Background: an optimization exercise with open tools, aiming at small area, a short achievable clock period and few clock cycles. Do not read the settings as production practice. Only simulation tests tie the RTL to the original design; equivalence was not proved.

==> exp/amber: inputs <==
==> flow/design.v <==
module light_dec (
    input  wire [23:0] stored,
    output reg  [17:0] data,
    output reg  [2:0]  status
);
    localparam [2:0] ST_OK     = 3'd0;   
    localparam [2:0] ST_CHECK  = 3'd1;   
    localparam [2:0] ST_DATA   = 3'd2;   
    localparam [2:0] ST_POISON = 3'd3;   
    localparam [2:0] ST_UNCORR = 3'd4;   
    localparam [17:0] M0 = 18'h003FF;
    localparam [17:0] M1 = 18'h0FC0F;
    localparam [17:0] M2 = 18'h31C71;
    localparam [17:0] M3 = 18'h36592;
    localparam [17:0] M4 = 18'h1AAA4;
    localparam [17:0] M5 = 18'h2D348;
    wire [17:0] d = stored[17:0];
    wire [5:0]  recomputed = {^(d & M5), ^(d & M4), ^(d & M3),
                              ^(d & M2), ^(d & M1), ^(d & M0)};
    wire [5:0]  syn = stored[23:18] ^ recomputed;
    function [5:0] column(input integer bit_i);
        column = {M5[bit_i], M4[bit_i], M3[bit_i], M2[bit_i], M1[bit_i], M0[bit_i]};
    endfunction
    integer i;
    reg     hit;
    always @(*) begin
        data   = d;
        status = ST_UNCORR;
        hit    = 1'b0;
        if (syn == 6'd0) begin
            status = ST_OK;
        end else if (syn == 6'b000011) begin
            status = ST_POISON;
        end else if (syn == 6'b000001 || syn == 6'b000010 || syn == 6'b000100 ||
                     syn == 6'b001000 || syn == 6'b010000 || syn == 6'b100000) begin
            status = ST_CHECK;
        end else begin
            for (i = 0; i < 18; i = i + 1) begin
                if (syn == column(i)) begin
                    data[i] = ~d[i];
                    hit     = 1'b1;
                end
            end
            if (hit)
                status = ST_DATA;
        end
    end
endmodule
module page_codec (
    input  wire         clk,
    input  wire         rst,         
    input  wire         in_valid,
    output wire         in_ready,
    input  wire [23:0]  in_word,
    output reg          w_valid,
    output reg  [17:0]  w_data,
    output reg  [2:0]   w_status,
    output reg          pg_done,
    output wire [287:0] pg_check,    
    output wire [287:0] pg_syn,      
    output reg          pg_nz,       
    output wire [7:0]   pg_uncorr    
);
    localparam NCHK = 32;
    function [8:0] gf_mul(input [8:0] a, input [8:0] b);
        integer k;
        reg [8:0] acc, sh;
        begin
            acc = 9'd0;
            sh  = a;
            for (k = 0; k < 9; k = k + 1) begin
                if (b[k])
                    acc = acc ^ sh;
                sh = {sh[7:0], 1'b0} ^ (sh[8] ? 9'h011 : 9'h000);
            end
            gf_mul = acc;
        end
    endfunction
    function [8:0] gen_coef(input integer i);
        case (i)
             1: gen_coef = 9'h197;  2: gen_coef = 9'h02D;  3: gen_coef = 9'h008;  4: gen_coef = 9'h186;
             5: gen_coef = 9'h0DB;  6: gen_coef = 9'h1B0;  7: gen_coef = 9'h085;  8: gen_coef = 9'h143;
             9: gen_coef = 9'h19E; 10: gen_coef = 9'h1E8; 11: gen_coef = 9'h067; 12: gen_coef = 9'h0A8;
            13: gen_coef = 9'h03D; 14: gen_coef = 9'h1BD; 15: gen_coef = 9'h063; 16: gen_coef = 9'h193;
            17: gen_coef = 9'h0BA; 18: gen_coef = 9'h01C; 19: gen_coef = 9'h130; 20: gen_coef = 9'h1C9;
            21: gen_coef = 9'h1C6; 22: gen_coef = 9'h146; 23: gen_coef = 9'h09A; 24: gen_coef = 9'h036;
            25: gen_coef = 9'h1C4; 26: gen_coef = 9'h0DF; 27: gen_coef = 9'h179; 28: gen_coef = 9'h0A7;
            29: gen_coef = 9'h05E; 30: gen_coef = 9'h04B; 31: gen_coef = 9'h0BC; 32: gen_coef = 9'h04E;
            default: gen_coef = 9'h000;
        endcase
    endfunction
    function [8:0] alpha_pow(input integer j);
        integer k;
        reg [8:0] a;
        begin
            a = 9'h001;
            for (k = 0; k < j; k = k + 1)
                a = {a[7:0], 1'b0} ^ (a[8] ? 9'h011 : 9'h000);
            alpha_pow = a;
        end
    endfunction
    assign in_ready = 1'b1;
    reg  [23:0] in_r;
    reg         in_v;
    reg  [7:0]  in_idx;                    
    always @(posedge clk) begin
        in_r <= in_word;
        if (rst) begin
            in_v   <= 1'b0;
            in_idx <= 8'd0;
        end else begin
            in_v <= in_valid;
            if (in_valid)
                in_idx <= (in_idx == 8'd239) ? 8'd0 : in_idx + 8'd1;
        end
    end
    reg in_first, in_last, in_data;        
    always @(posedge clk) begin
        if (in_valid) begin
            in_first <= (in_idx == 8'd0);
            in_last  <= (in_idx == 8'd239);
            in_data  <= (in_idx < 8'd224);
        end
    end
    wire [17:0] dec_data;
    wire [2:0]  dec_status;
    light_dec u_dec (.stored(in_r), .data(dec_data), .status(dec_status));
    reg first_word, last_word, data_word;   
    always @(posedge clk) begin
        w_data     <= dec_data;
        w_status   <= dec_status;
        first_word <= in_first;
        last_word  <= in_last;
        data_word  <= in_data;
        if (rst)
            w_valid <= 1'b0;
        else
            w_valid <= in_v;
    end
    wire       accept = w_valid;
    wire [8:0] sym_lo = w_data[8:0];       
    wire [8:0] sym_hi = w_data[17:9];      
    reg  [8:0] rem     [0:NCHK-1];
    wire [8:0] rem_in  [0:NCHK-1];
    wire [8:0] rem_mid [0:NCHK-1];
    wire [8:0] rem_nxt [0:NCHK-1];
    wire [8:0] fb_lo = sym_lo ^ rem_in[0];
    wire [8:0] fb_hi = sym_hi ^ rem_mid[0];
    genvar gi;
    generate
        for (gi = 0; gi < NCHK; gi = gi + 1) begin : g_enc
            assign rem_in[gi] = first_word ? 9'd0 : rem[gi];
            if (gi < NCHK - 1) begin : g_shift
                assign rem_mid[gi] = rem_in[gi + 1]  ^ gf_mul(fb_lo, gen_coef(gi + 1));
                assign rem_nxt[gi] = rem_mid[gi + 1] ^ gf_mul(fb_hi, gen_coef(gi + 1));
            end else begin : g_last
                assign rem_mid[gi] = gf_mul(fb_lo, gen_coef(gi + 1));
                assign rem_nxt[gi] = gf_mul(fb_hi, gen_coef(gi + 1));
            end
            always @(posedge clk) begin
                if (accept && data_word)
                    rem[gi] <= rem_nxt[gi];
            end
        end
        for (gi = 0; gi < NCHK / 2; gi = gi + 1) begin : g_chk_out
            assign pg_check[18*gi +: 18] = {rem[2*gi + 1], rem[2*gi]};
        end
    endgenerate
    reg  [8:0] syn [0:NCHK-1];
    wire [NCHK*9-1:0] syn_nxt_all;
    generate
        for (gi = 0; gi < NCHK; gi = gi + 1) begin : g_syn
            wire [8:0] s_in  = first_word ? 9'd0 : syn[gi];
            wire [8:0] s_nxt = gf_mul(s_in, alpha_pow(2 * gi)) ^
                               gf_mul(sym_lo, alpha_pow(gi)) ^ sym_hi;
            assign syn_nxt_all[9*gi +: 9] = s_nxt;
            always @(posedge clk) begin
                if (accept)
                    syn[gi] <= s_nxt;
            end
            assign pg_syn[9*gi +: 9] = syn[gi];
        end
    endgenerate
    reg  [7:0] uncorr_cnt;
    wire       is_uncorr = (w_status == 3'd4);
    always @(posedge clk) begin
        if (accept) begin
            uncorr_cnt <= (first_word ? 8'd0 : uncorr_cnt) + {7'd0, is_uncorr};
            if (last_word)
                pg_nz <= |syn_nxt_all;
        end
        if (rst)
            pg_done <= 1'b0;
        else
            pg_done <= accept && last_word;
    end
    assign pg_uncorr = uncorr_cnt;
endmodule
==> flow/flow/run.sh <==
#!/bin/bash
# Standard ORFS layout, with every port buffered by a small, fast buffer
# (sky130_fd_sc_hd__buf_1) instead of the resizer's default choice.
set -euo pipefail
export BUFFER_PORTS_ARGS="-buffer_cell sky130_fd_sc_hd__buf_1"
bash standard.sh > standard_flow.log 2>&1
==> flow/standard.sh <==
#!/bin/bash
# synth_recipe.tcl (not shown) runs the flow's synth.tcl, then flattens the netlist and writes it again
# the make line also repeats each setting of config.mk as NAME=value (left out here)
make -C /OpenROAD-flow-scripts/flow DESIGN_CONFIG=/design/flow/config.mk WORK_HOME=/design/flow/orfs CLKGATE_MAP_FILE= SYNTH_SCRIPT=/design/flow/synth_recipe.tcl "${@:-finish}"
==> flow/config.mk <==
export PLATFORM = sky130hd
export DESIGN_NAME = page_codec
export DESIGN_NICKNAME = page_codec
export VERILOG_FILES = /design/flow/design.v
export SDC_FILE = /design/flow/constraint.sdc
export NUM_CORES = 4
export LEC_CHECK = 0
export CAP_MARGIN = 20
export CORE_MARGIN = 2
export CORE_UTILIZATION = 40
export PLACE_DENSITY = 0.6
export SLEW_MARGIN = 20
==> flow/constraint.sdc <==
create_clock -name core_clock -period 10.0 [get_ports {clk}]
set_input_delay 2.0000 -clock core_clock [delete_from_list [all_inputs] [get_ports {clk}]]
set_output_delay 2.0000 -clock core_clock [all_outputs]
set_load 0.01 [all_outputs]
==> exp/fjord (differences from exp/amber) <==
--- a/flow/design.v
+++ b/flow/design.v
@@ -59,5 +59,5 @@
     output wire [287:0] pg_check,    
     output wire [287:0] pg_syn,      
-    output reg          pg_nz,       
+    output wire         pg_nz,       
     output wire [7:0]   pg_uncorr    
 );
@@ -111,14 +111,6 @@
         end else begin
             in_v <= in_valid;
-            if (in_valid)
+            if (in_v)
                 in_idx <= (in_idx == 8'd239) ? 8'd0 : in_idx + 8'd1;
-        end
-    end
-    reg in_first, in_last, in_data;        
-    always @(posedge clk) begin
-        if (in_valid) begin
-            in_first <= (in_idx == 8'd0);
-            in_last  <= (in_idx == 8'd239);
-            in_data  <= (in_idx < 8'd224);
         end
     end
@@ -127,10 +119,18 @@
     light_dec u_dec (.stored(in_r), .data(dec_data), .status(dec_status));
     reg first_word, last_word, data_word;   
+    reg chk_first;                          
+    reg fb_rem;                             
+    reg [8:0] fb_pre_lo;                    
+    reg [8:0] fb_pre;                       
     always @(posedge clk) begin
         w_data     <= dec_data;
         w_status   <= dec_status;
-        first_word <= in_first;
-        last_word  <= in_last;
-        data_word  <= in_data;
+        fb_pre_lo  <= (in_idx < 8'd224) ? dec_data[8:0] : 9'd0;
+        fb_pre     <= (in_idx < 8'd224) ? (dec_data[17:9] ^ gf_mul(dec_data[8:0], gen_coef(1))) : 9'd0;
+        fb_rem     <= (in_idx != 8'd0) && (in_idx < 8'd224);
+        chk_first  <= (in_idx == 8'd224);
+        first_word <= (in_idx == 8'd0);
+        last_word  <= (in_idx == 8'd239);
+        data_word  <= (in_idx < 8'd224);
         if (rst)
             w_valid <= 1'b0;
@@ -142,22 +142,46 @@
     wire [8:0] sym_hi = w_data[17:9];      
     reg  [8:0] rem     [0:NCHK-1];
-    wire [8:0] rem_in  [0:NCHK-1];
-    wire [8:0] rem_mid [0:NCHK-1];
+    reg  [8:0] rem0g;                       
+    reg  [8:0] fbq_lo, fbq_hi;              
     wire [8:0] rem_nxt [0:NCHK-1];
-    wire [8:0] fb_lo = sym_lo ^ rem_in[0];
-    wire [8:0] fb_hi = sym_hi ^ rem_mid[0];
+    wire [8:0] rem_full [2:NCHK+1];         
+    wire [8:0] fb_lo = fb_pre_lo ^ (fb_rem ? rem[0] : 9'd0);
+    wire [8:0] fb_hi = fb_pre    ^ (fb_rem ? (rem[1] ^ rem0g) : 9'd0);
     genvar gi;
     generate
+        for (gi = 2; gi < NCHK; gi = gi + 1) begin : g_full
+            if (gi < NCHK - 1) begin : g_two
+                assign rem_full[gi] = rem[gi] ^ gf_mul(fbq_lo, gen_coef(gi + 2)) ^
+                                                gf_mul(fbq_hi, gen_coef(gi + 1));
+            end else begin : g_one
+                assign rem_full[gi] = rem[gi] ^ gf_mul(fbq_hi, gen_coef(gi + 1));
+            end
+        end
+        assign rem_full[NCHK]     = 9'd0;
+        assign rem_full[NCHK + 1] = 9'd0;
+        wire [8:0] full2 = first_word ? 9'd0 : rem_full[2];
+        wire [8:0] full3 = first_word ? 9'd0 : rem_full[3];
+        assign rem_nxt[0] = full2 ^ gf_mul(fb_lo, gen_coef(2)) ^ gf_mul(fb_hi, gen_coef(1));
+        assign rem_nxt[1] = full3 ^ gf_mul(fb_lo, gen_coef(3)) ^ gf_mul(fb_hi, gen_coef(2));
+        wire [8:0] rem0g_nxt = gf_mul(full2, gen_coef(1)) ^
+                               gf_mul(fb_lo, gf_mul(gen_coef(2), gen_coef(1))) ^
+                               gf_mul(fb_hi, gf_mul(gen_coef(1), gen_coef(1)));
+        for (gi = 2; gi < NCHK; gi = gi + 1) begin : g_lag
+            if (gi < NCHK - 2) begin : g_shift
+                assign rem_nxt[gi] = first_word ? 9'd0 : rem_full[gi + 2];
+            end else begin : g_wrap
+                assign rem_nxt[gi] = data_word ? 9'd0 : rem[gi - (NCHK - 2)];
+            end
+        end
+        always @(posedge clk) begin
+            if (accept) begin
+                rem0g  <= rem0g_nxt;
+                fbq_lo <= fb_lo;
+                fbq_hi <= fb_hi;
+            end
+        end
         for (gi = 0; gi < NCHK; gi = gi + 1) begin : g_enc
-            assign rem_in[gi] = first_word ? 9'd0 : rem[gi];
-            if (gi < NCHK - 1) begin : g_shift
-                assign rem_mid[gi] = rem_in[gi + 1]  ^ gf_mul(fb_lo, gen_coef(gi + 1));
-                assign rem_nxt[gi] = rem_mid[gi + 1] ^ gf_mul(fb_hi, gen_coef(gi + 1));
-            end else begin : g_last
-                assign rem_mid[gi] = gf_mul(fb_lo, gen_coef(gi + 1));
-                assign rem_nxt[gi] = gf_mul(fb_hi, gen_coef(gi + 1));
-            end
             always @(posedge clk) begin
-                if (accept && data_word)
+                if (accept)
                     rem[gi] <= rem_nxt[gi];
             end
@@ -167,12 +191,16 @@
         end
     endgenerate
+    reg  nz_acc;
+    wire chk_diff = |{rem[1] ^ sym_hi, rem[0] ^ sym_lo};
+    always @(posedge clk) begin
+        if (accept && !data_word)
+            nz_acc <= (chk_first ? 1'b0 : nz_acc) | chk_diff;
+    end
+    assign pg_nz = nz_acc;
     reg  [8:0] syn [0:NCHK-1];
-    wire [NCHK*9-1:0] syn_nxt_all;
     generate
         for (gi = 0; gi < NCHK; gi = gi + 1) begin : g_syn
-            wire [8:0] s_in  = first_word ? 9'd0 : syn[gi];
-            wire [8:0] s_nxt = gf_mul(s_in, alpha_pow(2 * gi)) ^
-                               gf_mul(sym_lo, alpha_pow(gi)) ^ sym_hi;
-            assign syn_nxt_all[9*gi +: 9] = s_nxt;
+            wire [8:0] s_mul = first_word ? 9'd0 : gf_mul(syn[gi], alpha_pow(2 * gi));
+            wire [8:0] s_nxt = s_mul ^ gf_mul(sym_lo, alpha_pow(gi)) ^ sym_hi;
             always @(posedge clk) begin
                 if (accept)
@@ -187,6 +215,4 @@
         if (accept) begin
             uncorr_cnt <= (first_word ? 8'd0 : uncorr_cnt) + {7'd0, is_uncorr};
-            if (last_word)
-                pg_nz <= |syn_nxt_all;
         end
         if (rst)
==> flow/flow/run.sh (replaced) <==
#!/bin/bash
# Standard ORFS layout, with every port buffered by a small, fast buffer
# (sky130_fd_sc_hd__buf_1) instead of the resizer's default choice, and a
# clock tree with fewer levels.
set -euo pipefail
export BUFFER_PORTS_ARGS="-buffer_cell sky130_fd_sc_hd__buf_1"
export SETUP_SLACK_MARGIN=6.3
export CTS_ARGS="-sink_clustering_enable -repair_clock_nets -sink_clustering_size 20 -sink_clustering_max_diameter 100"
bash standard.sh > standard_flow.log 2>&1
ABC_CLOCK_PERIOD_IN_PS = 3000   (was unset)
PLACE_DENSITY = 0.85   (was 0.6)
==> summary of the runs <==
Via count: exp/amber is larger than exp/fjord (3.3%). First-iteration DRC count: exp/amber is higher than exp/fjord (about 8%). Between exp/fjord and exp/amber, the lower routed wire length is in exp/fjord (gap 9.7%, measured against exp/amber). Hold slack: exp/fjord is better than exp/amber (0.16 ns). Of exp/amber and exp/fjord, exp/amber has the higher final area (gap 3.2%, measured against exp/fjord).
==> figures <==
quantity                                    exp/fjord   exp/amber
WP data required                             10.39 ns    10.40 ns
Die width                                    346.3 um    348.3 um
Clock latency (worst-skew pair)               0.66 ns     0.68 ns
Smallest setup slack after layout            6.263 ns    4.112 ns
Vias post-DR                                    34185       35303
Number of nets in the synthesized netlist        4227        4252
Met1 Resource Use GR                           0.3905      0.4175
Outcome              no timing/DRC/antenna violations  no timing/DRC/antenna violations
Combined flip-flop and latch cell area     19980 um^2  18860 um^2
Placed wire-length estimate                 138300 um   154800 um
Testbench counts of exp/amber, summed over its fixed seeds: cycles 30,744.
Testbench counts of exp/fjord, summed over its fixed seeds: cycles 30,744.

==> what the ideal ports hide <==
The flow's constraints put no driver on any port. The routed layouts listed below were extracted and timed again, unchanged, in two steps.
Step 1: set_driving_cell puts a clkbuf_16 on clk and a buf_2 on each other input, an assumption about the parent block.
Step 2 moves the port delays by t, midway between the first and last clock arrival at a register: inputs arrive t later, outputs are due t later. That takes back most of the time a late clock gives input paths.
a / b / c = ideal ports / drivers / drivers and shift; a / b = the first two.
run | t (ns) | slack for setup (ns) | worst hold slack (ns)
exp/amber | 0.738 | 4.112 / 4.112 / 4.112 | 0.340 / 0.340 / 0.340
exp/fjord | 0.717 | 6.263 / 6.263 / 6.263 | 0.495 / 0.495 / 0.495
After both steps setup and hold are still met in every run listed.
